This design comes from an exercise in tuning for small area and a short achievable clock period on the open sky130 flow, not from production work. Function not checked in this run: the RTL went through the layout flow alone.

===== flow/standard.sh =====
#!/bin/bash
# synth_recipe.tcl (not shown) runs the flow's synth.tcl, then flattens the netlist and writes it again
# the make line also repeats each setting of config.mk as NAME=value (left out here)
make -C /OpenROAD-flow-scripts/flow DESIGN_CONFIG=/design/flow/config.mk WORK_HOME=/design/flow/orfs CLKGATE_MAP_FILE= SYNTH_SCRIPT=/design/flow/synth_recipe.tcl "${@:-finish}"

===== flow/flow/cts_args =====
-sink_clustering_enable -repair_clock_nets -dont_use_dummy_load -sink_clustering_size 28 -sink_clustering_max_diameter 120

===== flow/config.mk =====
export PLATFORM = sky130hd
export DESIGN_NAME = gx_word_codec
export DESIGN_NICKNAME = gx_word_codec
export VERILOG_FILES = /design/flow/design.v
export SDC_FILE = /design/flow/constraint.sdc
export NUM_CORES = 4
export LEC_CHECK = 0
export CAP_MARGIN = 20
export CORE_MARGIN = 2
export CORE_UTILIZATION = 40
export SLEW_MARGIN = 20

===== flow/flow/run.sh =====
#!/bin/bash
# Layout: the standard flow (standard.sh) with these changes:
#  - the port buffers are sky130_fd_sc_hd__buf_1 cells (one per port, as
#    standard) rather than the delay buffer buffer_ports picks by default;
#  - timing repair aims for SETUP_MARGIN ns of setup slack, so that it also
#    works on the period the design achieves;
#  - clock tree synthesis takes the arguments in flow/cts_args.
# The clock, the period and the I/O constraints are the standard flow's, unchanged.
set -euo pipefail
cd "$(dirname "$0")/.."
SETUP_MARGIN=$(cat flow/setup_margin)
CTS_ARGS=$(cat flow/cts_args)
bash standard.sh synth > flow_synth.log 2>&1
bash standard.sh "BUFFER_PORTS_ARGS=-buffer_cell sky130_fd_sc_hd__buf_1" \
    "SETUP_SLACK_MARGIN=$SETUP_MARGIN" "CTS_ARGS=$CTS_ARGS" finish > flow_layout.log 2>&1

===== flow/constraint.sdc =====
create_clock -name core_clock -period 26.0 [get_ports {clk}]
set_input_delay 5.2000 -clock core_clock [delete_from_list [all_inputs] [get_ports {clk}]]
set_output_delay 5.2000 -clock core_clock [all_outputs]
set_load 0.01 [all_outputs]

===== flow/design.v =====
module gx_codec_lane (
    input  wire        clk,
    input  wire        in_op,
    input  wire [30:0] in_word,
    input  wire [15:0] in_row,
    output reg  [2:0]  out_status,
    output reg  [19:0] out_data,
    output reg  [10:0] out_syn,
    output reg  [10:0] out_wk       
);
    function [4:0] gf_mul(input [4:0] a, input [4:0] b);
        reg [4:0] t;
        integer   i;
        begin
            gf_mul = 5'd0;
            t = a;
            for (i = 0; i < 5; i = i + 1) begin
                if (b[i])
                    gf_mul = gf_mul ^ t;
                t = {t[3:0], 1'b0} ^ (t[4] ? 5'b00101 : 5'b00000);
            end
        end
    endfunction
    wire [4:0] v_row = {^(in_row & 16'h34cb), ^(in_row & 16'h07f8), ^(in_row & 16'had2d), ^(in_row & 16'hff80), ^(in_row & 16'h19e6)};
    reg        s1_op;
    reg [30:0] s1_word;
    reg [4:0]  s1_v;         
    always @(posedge clk) begin
        s1_op   <= in_op;
        s1_word <= {in_word[30], in_op ? in_word[29:10] : in_word[19:0], in_word[9:0]};
        s1_v    <= v_row;
    end
    wire [19:0] d  = s1_word[29:10];
    wire [9:0]  kr = s1_word[9:0];
    wire [35:0] x  = {s1_word[30], s1_v, d, kr};
    wire [10:0] sy;                           
    wire ls_36 = x[15] ^ x[26];
    wire ls_37 = x[5] ^ x[8];
    wire ls_38 = x[9] ^ x[16];
    wire ls_39 = x[24] ^ x[28];
    wire ls_40 = x[13] ^ x[14];
    wire ls_41 = ls_36 ^ ls_39;
    wire ls_42 = x[11] ^ x[23];
    wire ls_43 = x[17] ^ x[25];
    wire ls_44 = x[12] ^ ls_40;
    wire ls_45 = x[19] ^ ls_37;
    wire ls_46 = x[18] ^ x[27];
    wire ls_47 = x[6] ^ ls_38;
    wire ls_48 = x[4] ^ ls_43;
    wire ls_49 = x[22] ^ ls_41;
    wire ls_50 = x[20] ^ x[29];
    wire ls_51 = ls_42 ^ ls_46;
    wire ls_52 = x[7] ^ ls_49;
    wire ls_53 = x[10] ^ ls_52;
    wire ls_54 = x[2] ^ x[3];
    wire ls_55 = ls_44 ^ ls_45;
    wire ls_56 = x[21] ^ ls_47;
    wire ls_57 = ls_36 ^ ls_37;
    wire ls_58 = x[16] ^ x[29];
    wire ls_59 = x[0] ^ ls_51;
    wire ls_60 = x[19] ^ ls_47;
    wire ls_61 = x[18] ^ ls_50;
    wire ls_62 = x[23] ^ x[25];
    wire ls_63 = ls_48 ^ ls_53;
    wire ls_64 = ls_50 ^ ls_56;
    wire ls_65 = ls_41 ^ ls_60;
    wire ls_66 = x[3] ^ ls_62;
    wire ls_67 = x[1] ^ ls_54;
    wire ls_68 = x[10] ^ x[14];
    wire ls_69 = x[21] ^ ls_38;
    wire ls_70 = ls_53 ^ ls_66;
    wire ls_71 = x[2] ^ ls_52;
    wire ls_72 = x[7] ^ ls_61;
    wire ls_73 = x[20] ^ ls_71;
    wire ls_74 = ls_61 ^ ls_65;
    wire ls_75 = ls_58 ^ ls_70;
    wire ls_76 = x[4] ^ ls_68;
    wire ls_77 = x[8] ^ x[15];
    wire ls_78 = x[13] ^ ls_57;
    wire ls_79 = x[24] ^ ls_44;
    wire ls_80 = ls_66 ^ ls_77;
    wire ls_81 = ls_58 ^ ls_59;
    wire ls_82 = x[26] ^ ls_45;
    wire ls_83 = ls_54 ^ ls_76;
    wire ls_84 = ls_43 ^ ls_68;
    wire ls_85 = x[17] ^ ls_51;
    wire ls_86 = ls_57 ^ ls_84;
    wire ls_87 = x[35] ^ ls_59;
    wire ls_88 = x[27] ^ ls_64;
    wire ls_89 = x[32] ^ ls_55;
    wire ls_90 = x[31] ^ ls_82;
    wire ls_91 = ls_40 ^ ls_63;
    wire ls_92 = x[33] ^ ls_48;
    wire ls_93 = x[12] ^ ls_85;
    wire ls_94 = ls_48 ^ ls_89;
    wire ls_95 = x[22] ^ ls_81;
    wire ls_96 = ls_63 ^ ls_67;
    wire ls_97 = x[28] ^ ls_94;
    wire ls_98 = x[5] ^ ls_74;
    wire ls_99 = ls_42 ^ ls_55;
    wire ls_100 = x[0] ^ x[30];
    wire ls_101 = x[9] ^ ls_67;
    wire ls_102 = ls_51 ^ ls_97;
    wire ls_103 = ls_73 ^ ls_99;
    wire ls_104 = ls_64 ^ ls_96;
    wire ls_105 = ls_44 ^ ls_98;
    wire ls_106 = x[1] ^ ls_65;
    wire ls_107 = ls_46 ^ ls_56;
    wire ls_108 = ls_72 ^ ls_101;
    wire ls_109 = ls_100 ^ ls_105;
    wire ls_110 = ls_87 ^ ls_104;
    wire ls_111 = ls_90 ^ ls_107;
    wire ls_112 = ls_83 ^ ls_111;
    wire ls_113 = ls_78 ^ ls_92;
    wire ls_114 = x[34] ^ ls_45;
    wire ls_115 = ls_93 ^ ls_106;
    wire ls_116 = ls_80 ^ ls_88;
    wire ls_117 = ls_86 ^ ls_95;
    wire ls_118 = x[15] ^ ls_102;
    wire ls_119 = ls_55 ^ ls_110;
    wire ls_120 = ls_75 ^ ls_114;
    wire ls_121 = ls_79 ^ ls_116;
    wire ls_122 = ls_69 ^ ls_91;
    wire ls_123 = ls_108 ^ ls_113;
    assign sy = {ls_119, ls_120, ls_123, ls_118, ls_112, ls_109, ls_122, ls_121, ls_103, ls_115, ls_117};
    wire [4:0]  s1 = sy[4:0];
    wire [4:0]  s3 = sy[9:5];
    wire        s0 = sy[10];
    wire [10:0] rp;                           
    wire lr_10 = sy[0] ^ sy[5];
    wire lr_11 = sy[3] ^ lr_10;
    wire lr_12 = sy[7] ^ sy[9];
    wire lr_13 = sy[1] ^ sy[4];
    wire lr_14 = sy[8] ^ lr_13;
    wire lr_15 = sy[2] ^ sy[6];
    wire lr_16 = sy[6] ^ lr_14;
    wire lr_17 = sy[2] ^ sy[9];
    wire lr_18 = lr_12 ^ lr_15;
    wire lr_19 = sy[4] ^ lr_11;
    wire lr_20 = lr_14 ^ lr_17;
    wire lr_21 = sy[3] ^ sy[7];
    wire lr_22 = sy[2] ^ lr_21;
    wire lr_23 = sy[0] ^ lr_16;
    wire lr_24 = lr_10 ^ lr_18;
    wire lr_25 = lr_11 ^ lr_16;
    wire lr_26 = lr_10 ^ lr_20;
    wire lr_27 = sy[7] ^ lr_23;
    wire lr_28 = lr_12 ^ lr_25;
    wire lr_29 = sy[1] ^ lr_22;
    wire lr_30 = lr_11 ^ lr_17;
    wire lr_31 = sy[5] ^ lr_29;
    wire lr_32 = sy[1] ^ lr_18;
    wire lr_33 = lr_15 ^ lr_19;
    wire lr_34 = lr_12 ^ lr_19;
    assign rp = {lr_31, lr_34, lr_24, lr_28, lr_33, lr_26, lr_16, lr_11, lr_30, lr_32, lr_27};
    wire [9:0]  r  = rp[9:0];
    wire        rpar = rp[10];
    reg [4:0] inv3, tab30;
    always @* begin
        case (s1)
            5'd0: begin inv3 = 5'd0; tab30 = 5'd0; end
            5'd1: begin inv3 = 5'd1; tab30 = 5'd27; end
            5'd2: begin inv3 = 5'd22; tab30 = 5'd2; end
            5'd3: begin inv3 = 5'd13; tab30 = 5'd16; end
            5'd4: begin inv3 = 5'd25; tab30 = 5'd15; end
            5'd5: begin inv3 = 5'd27; tab30 = 5'd31; end
            5'd6: begin inv3 = 5'd5; tab30 = 5'd18; end
            5'd7: begin inv3 = 5'd9; tab30 = 5'd18; end
            5'd8: begin inv3 = 5'd21; tab30 = 5'd4; end
            5'd9: begin inv3 = 5'd10; tab30 = 5'd6; end
            5'd10: begin inv3 = 5'd28; tab30 = 5'd13; end
            5'd11: begin inv3 = 5'd14; tab30 = 5'd2; end
            5'd12: begin inv3 = 5'd4; tab30 = 5'd29; end
            5'd13: begin inv3 = 5'd20; tab30 = 5'd9; end
            5'd14: begin inv3 = 5'd23; tab30 = 5'd6; end
            5'd15: begin inv3 = 5'd30; tab30 = 5'd9; end
            5'd16: begin inv3 = 5'd6; tab30 = 5'd15; end
            5'd17: begin inv3 = 5'd2; tab30 = 5'd22; end
            5'd18: begin inv3 = 5'd8; tab30 = 5'd0; end
            5'd19: begin inv3 = 5'd7; tab30 = 5'd11; end
            5'd20: begin inv3 = 5'd17; tab30 = 5'd16; end
            5'd21: begin inv3 = 5'd11; tab30 = 5'd22; end
            5'd22: begin inv3 = 5'd26; tab30 = 5'd20; end
            5'd23: begin inv3 = 5'd31; tab30 = 5'd29; end
            5'd24: begin inv3 = 5'd18; tab30 = 5'd25; end
            5'd25: begin inv3 = 5'd3; tab30 = 5'd20; end
            5'd26: begin inv3 = 5'd16; tab30 = 5'd31; end
            5'd27: begin inv3 = 5'd29; tab30 = 5'd11; end
            5'd28: begin inv3 = 5'd15; tab30 = 5'd27; end
            5'd29: begin inv3 = 5'd12; tab30 = 5'd25; end
            5'd30: begin inv3 = 5'd24; tab30 = 5'd4; end
            5'd31: begin inv3 = 5'd19; tab30 = 5'd13; end
            default: begin inv3 = 5'd0; tab30 = 5'd0; end
        endcase
    end
    wire [4:0]  q   = gf_mul(s3, inv3);
    wire [4:0]  t   = q ^ 5'd1;
    wire        trt = ^(t & 5'h09);
    wire [24:0] pp;                           
    genvar ga, gb;
    generate
        for (ga = 0; ga < 5; ga = ga + 1) begin : g_pa
            for (gb = 0; gb < 5; gb = gb + 1) begin : g_pb
                assign pp[5*ga + gb] = s1[ga] & q[gb];
            end
        end
    endgenerate
    wire [4:0]  x1  = {^(pp & 25'h16e62c8), ^(pp & 25'h10b7316), ^(pp & 25'h0a85b98), ^(pp & 25'h18b2014), ^(pp & 25'h1cc5900)};    
    wire [4:0]  x2  = x1 ^ s1;
    wire z1   = (s1 == 5'd0);
    wire s3z  = (s3 == 5'd0);
    wire eq   = (q == 5'd1);                  
    wire h30  = (tab30 == t);                 
    wire corr = s1_op & ~z1 & ~trt & ~h30 & (eq | ~s0);
    wire good = z1 & s3z;                     
    wire [3:0]  lo1 = 4'd1 << x1[1:0];
    wire [3:0]  lo2 = 4'd1 << x2[1:0];
    wire [7:0]  hi1 = {8{corr}} & (8'd1 << x1[4:2]);
    wire [7:0]  hi2 = {8{corr}} & (8'd1 << x2[4:2]);
    wire [29:0] flip;
    assign flip[0] = (lo1[1] & hi1[0]) | (lo2[1] & hi2[0]);
    assign flip[1] = (lo1[2] & hi1[0]) | (lo2[2] & hi2[0]);
    assign flip[2] = (lo1[0] & hi1[1]) | (lo2[0] & hi2[1]);
    assign flip[3] = (lo1[0] & hi1[2]) | (lo2[0] & hi2[2]);
    assign flip[4] = (lo1[0] & hi1[4]) | (lo2[0] & hi2[4]);
    assign flip[5] = (lo1[1] & hi1[1]) | (lo2[1] & hi2[1]);
    assign flip[6] = (lo1[2] & hi1[2]) | (lo2[2] & hi2[2]);
    assign flip[7] = (lo1[0] & hi1[5]) | (lo2[0] & hi2[5]);
    assign flip[8] = (lo1[1] & hi1[3]) | (lo2[1] & hi2[3]);
    assign flip[9] = (lo1[2] & hi1[6]) | (lo2[2] & hi2[6]);
    assign flip[10] = (lo1[1] & hi1[4]) | (lo2[1] & hi2[4]);
    assign flip[11] = (lo1[3] & hi1[1]) | (lo2[3] & hi2[1]);
    assign flip[12] = (lo1[2] & hi1[3]) | (lo2[2] & hi2[3]);
    assign flip[13] = (lo1[0] & hi1[7]) | (lo2[0] & hi2[7]);
    assign flip[14] = (lo1[1] & hi1[7]) | (lo2[1] & hi2[7]);
    assign flip[15] = (lo1[3] & hi1[7]) | (lo2[3] & hi2[7]);
    assign flip[16] = (lo1[3] & hi1[6]) | (lo2[3] & hi2[6]);
    assign flip[17] = (lo1[3] & hi1[4]) | (lo2[3] & hi2[4]);
    assign flip[18] = (lo1[3] & hi1[0]) | (lo2[3] & hi2[0]);
    assign flip[19] = (lo1[2] & hi1[1]) | (lo2[2] & hi2[1]);
    assign flip[20] = (lo1[0] & hi1[3]) | (lo2[0] & hi2[3]);
    assign flip[21] = (lo1[0] & hi1[6]) | (lo2[0] & hi2[6]);
    assign flip[22] = (lo1[1] & hi1[5]) | (lo2[1] & hi2[5]);
    assign flip[23] = (lo1[3] & hi1[3]) | (lo2[3] & hi2[3]);
    assign flip[24] = (lo1[2] & hi1[7]) | (lo2[2] & hi2[7]);
    assign flip[25] = (lo1[1] & hi1[6]) | (lo2[1] & hi2[6]);
    assign flip[26] = (lo1[3] & hi1[5]) | (lo2[3] & hi2[5]);
    assign flip[27] = (lo1[3] & hi1[2]) | (lo2[3] & hi2[2]);
    assign flip[28] = (lo1[2] & hi1[5]) | (lo2[2] & hi2[5]);
    assign flip[29] = (lo1[1] & hi1[2]) | (lo2[1] & hi2[2]);
    reg [2:0] status;
    always @* begin
        if (corr)
            status = (eq & s0) ? 3'd1 : 3'd2;
        else if (good)
            status = s0 ? 3'd1 : 3'd0;
        else if (z1 & s0 & (s3 == 5'b00100))
            status = 3'd4;
        else
            status = 3'd3;
    end
    wire       sel    = ~s1_op | (~corr & ~good);
    wire [9:0] kbase  = kr ^ ({10{sel}} & (r ^ (10'h383 & {10{s1_op}})));
    wire       p_out  = s1_word[30] ^ s0 ^ (corr ? eq : (sel & rpar));
    always @(posedge clk) begin
        out_status <= status;
        out_data   <= d ^ flip[29:10];
        out_syn    <= {s0, s1, s3};
        out_wk     <= {p_out, kbase ^ flip[9:0]};
    end
endmodule
module gx_word_codec #(
    parameter LANES = 4
) (
    input  wire                 clk,
    input  wire                 rst,           
    input  wire                 in_valid,
    input  wire [LANES-1:0]     in_op,         
    input  wire [31*LANES-1:0]  in_word,
    input  wire [16*LANES-1:0]  in_row,
    output reg                  out_valid,
    output wire [3*LANES-1:0]   out_status,
    output wire [20*LANES-1:0]  out_data,
    output wire [11*LANES-1:0]  out_syn,
    output wire [31*LANES-1:0]  out_word
);
    reg s1_valid;
    always @(posedge clk) begin
        if (rst) begin
            s1_valid  <= 1'b0;
            out_valid <= 1'b0;
        end else begin
            s1_valid  <= in_valid;
            out_valid <= s1_valid;
        end
    end
    genvar n;
    generate
        for (n = 0; n < LANES; n = n + 1) begin : g_lane
            wire [10:0] wk;
            gx_codec_lane u_lane (
                .clk        (clk),
                .in_op      (in_op[n]),
                .in_word    (in_word[31*n +: 31]),
                .in_row     (in_row[16*n +: 16]),
                .out_status (out_status[3*n +: 3]),
                .out_data   (out_data[20*n +: 20]),
                .out_syn    (out_syn[11*n +: 11]),
                .out_wk     (wk)
            );
            assign out_word[31*n +: 31] = {wk[10], out_data[20*n +: 20], wk[9:0]};
        end
    endgenerate
endmodule

===== flow/flow/setup_margin =====
19.4

==> run summary <==
status=finished clean; number of remaining DRC errors=0; Placer Congestion=0.921; first-pass GRT wire length=115000 um; unrepaired setup endpoints after global routing=true; CP max stage delay=0.47 ns; worst min-delay path class=flip-flop to flip-flop; maxcap violations=0; Filler Cells Inserted=6153; ys async rst share=0; # diodes=0; DIE AREA=0.0663 mm^2; Post-Route WL=76000 um; Worst Path Buf+Inv=1; Inserted Clock Buffers=17; pin count of the biggest net entering global routing=35; maximum clock frequency=0.156 GHz; crit-path leading delay family=flip-flops; Synth Net Count=2947; critical path arrival=1.21 ns; Fin. Hold Viols=0; fin cells=3926; root buffer cell=clkbuf_16; post-route ant nets=0; slew at the pin closest to its max-slew limit=1.03 ns; die extent in y=257 um; GRT Total Usage=0.216; nets=3309; number of global-route vias before repair=20.0k; skew final=0.0461 ns; TritonCTS clock tree=done; H-tree depth reported by CTS=1; Core Area=0.0633 mm^2; clock slew at reported path FFs=0.11 ns; post-synthesis instance area=0.0257 mm^2; synth warn=2; Avg Inst Size Synth=9.45 um^2; final setup vio count=0; Rows=92; crit-path cells=buf_1; Cells after Synth=2720; Post-synth EDFFs=0; Setup CP Type=flip-flop to primary output; setup TNS=0 ns; Placed Cells=3843; CP Max Fanout=2; Rel. slew slack=0.313; Iter 0 DRT Violations=1812; setup ws final=19.59 ns; Clk Latency, worst-skew pair=0.55 ns; Worst EP required=20.80 ns; period utilisation layout=0.247; most frequent cells after synthesis=xnor2_1, dfxtp_1, nor2_1, nand2_1, xor2_1; Netlist cell types=111; CP max-delay cell=dfxtp_1; IO Port Bufs=455; Post-Place Setup Slack=18.51 ns; leading area contributor after synthesis=dfxtp_1; initial antenna violation count=1; post-synthesis register bit count=330; minimum clock period=6.41 ns; first-pass iteration count of the detailed router=5; cell with the most instances after synthesis=xnor2_1; most common flop cell mapped by yosys=dfxtp_1; area grow syn2layout=14.8%; top post-synthesis cells by area=dfxtp_1, xnor2_1, xnor3_1; Initial Util=0.406; routed len/inst=19.3 um; share of the synthesized area in the top cell type=0.257; Slew Viols, Final=0; share of cells above drive strength 1=0.142; Congestion Overflow GR=0; Vias per Instance=5.37; CP startpoint kind=flip-flop; sequential share of the synthesized area=0.257; maximum root-to-sink buffer count=3; die width=257 um; CP endpoint kind=primary output; # IOs=456; vias=21.1k; count of clock tree sinks=330; Post-DP HPWL=57400 um; hold_buf cts=0
## metrics by stage
| step | hold slack, ns | cell area, um^2 | utilization |
|---|---|---|---|
| detailed placement | 0.440 | 27500 | 0.435 |
| CTS | 0.441 | 28400 | 0.449 |
| global placement | 0.419 | 27500 | 0.435 |
| global route | 0.452 | 29500 | 0.466 |
| floorplan | 0.414 | 25700 | - |
| finish | 0.438 | 29500 | 0.466 |
## cell families after synthesis
logic type / Yosys count / synth area share
flip-flops: 330 / 0.257
multiplexers: 140 / 0.0609
XOR/XNOR: 866 / 0.362
adder cells (fa/ha/maj): 32 / 0.0156
AND/OR/NAND/NOR: 594 / 0.110
AO/OA/AOI/OAI: 509 / 0.143
buffers and inverters: 249 / 0.0517
## routing by layer
layer,up-vias,share of wire,routed length [um],global-route usage
met4,2,0.018,1330,0.0411
li1,10100,-,-,-
met1,10300,0.44,33700,0.301
met5,-,0.00017,13,0
met3,70,0.051,3890,0.0223
met2,632,0.49,37000,0.362
## what timing repair did
item	in CTS	in global routing
endpoints found under the setup margin	120	120
gates resized for setup	66	137
setup buffers	14	47
pin swaps	8	33
gates cloned	4	1
hold endpoints to repair	0	0
## state kept, by name, summed over array words and instances (netlist names)
| name | count |
|---|---|
| g_lane.u_lane.out_data | 80 |
| g_lane.u_lane.out_status | 12 |
| g_lane.u_lane.out_syn | 44 |
| g_lane.u_lane.out_wk | 44 |
| g_lane.u_lane.s1_op | 4 |
| g_lane.u_lane.s1_v | 20 |
| g_lane.u_lane.s1_word | 124 |
| out_valid | 1 |
| s1_valid | 1 |
## worst paths after layout
path,startpoint,endpoint,slack [ns],depth (start not counted)
setup / recovery,g_lane[1].u_lane.out_data[8]$_DFF_P_,out_word[49],19.59,1
hold / removal,s1_valid$_SDFF_PP0_,out_valid$_SDFF_PP0_,0.44,1
setup reg to reg,g_lane[0].u_lane.s1_word[9]$_DFF_P_,g_lane[0].u_lane.out_data[18]$_DFF_P_,19.59,22
hold reg to reg,s1_valid$_SDFF_PP0_,out_valid$_SDFF_PP0_,0.44,1
## cell type report
type                            instances  area (um^2)  area share
Multi-Input combinational cell       2143        18700       0.634
Sequential cell                       330         6620       0.225
Timing Repair Buffer                  543         2420      0.0822
Tap cell                              846         1060      0.0359
Clock buffer                           17          425      0.0144
Inverter                               44          233     0.00789
Timing Repair inverter                  3         15.0    0.000509
## layout by cell type (no fill, tap or decap), types with 20 or more instances in the layout
cell,Yosys,layout
nor2_1,195,180
inv_1,25,21
xnor3_1,75,68
a32oi_1,44,44
o211ai_1,24,24
mux2_2,86,86
a211oi_1,25,23
nand3_1,54,53
buf_4,85,81
xor2_1,147,139
buf_1,12,452
ha_1,32,31
a21oi_1,100,98
mux2i_1,49,49
xnor2_2,18,39
dfxtp_1,330,317
a22oi_1,35,33
a31oi_1,22,20
xnor2_1,587,558
nand2_1,162,160
nor3_1,46,36
o21ai_0,81,76

==> static timing again, ports no longer ideal <==
Ports are ideal in the flow. The routed layout listed here was re-timed in OpenROAD. Step 1 assumes that a clkbuf_16 drives the clock port and a buf_2 every other input. Step 2, shift: input delay + t, output delay - t, t = (earliest + latest rising clock arrival at the registers) / 2. This alone moves slack from input paths to output paths. Three values: no drivers, after step 1, after step 2; two values: the first two.
shift t [ns]: 0.588
setup WS [ns]: 19.586 / 19.525 / 19.472
latest minus earliest clock arrival (ns): 0.048 / 0.048
slew at the worst register clock pin (ns): 0.11 / 0.11
After both steps this run still meets setup and hold. The setup slack of this run moves by -0.061 ns with the drivers and by -0.114 ns with both steps.
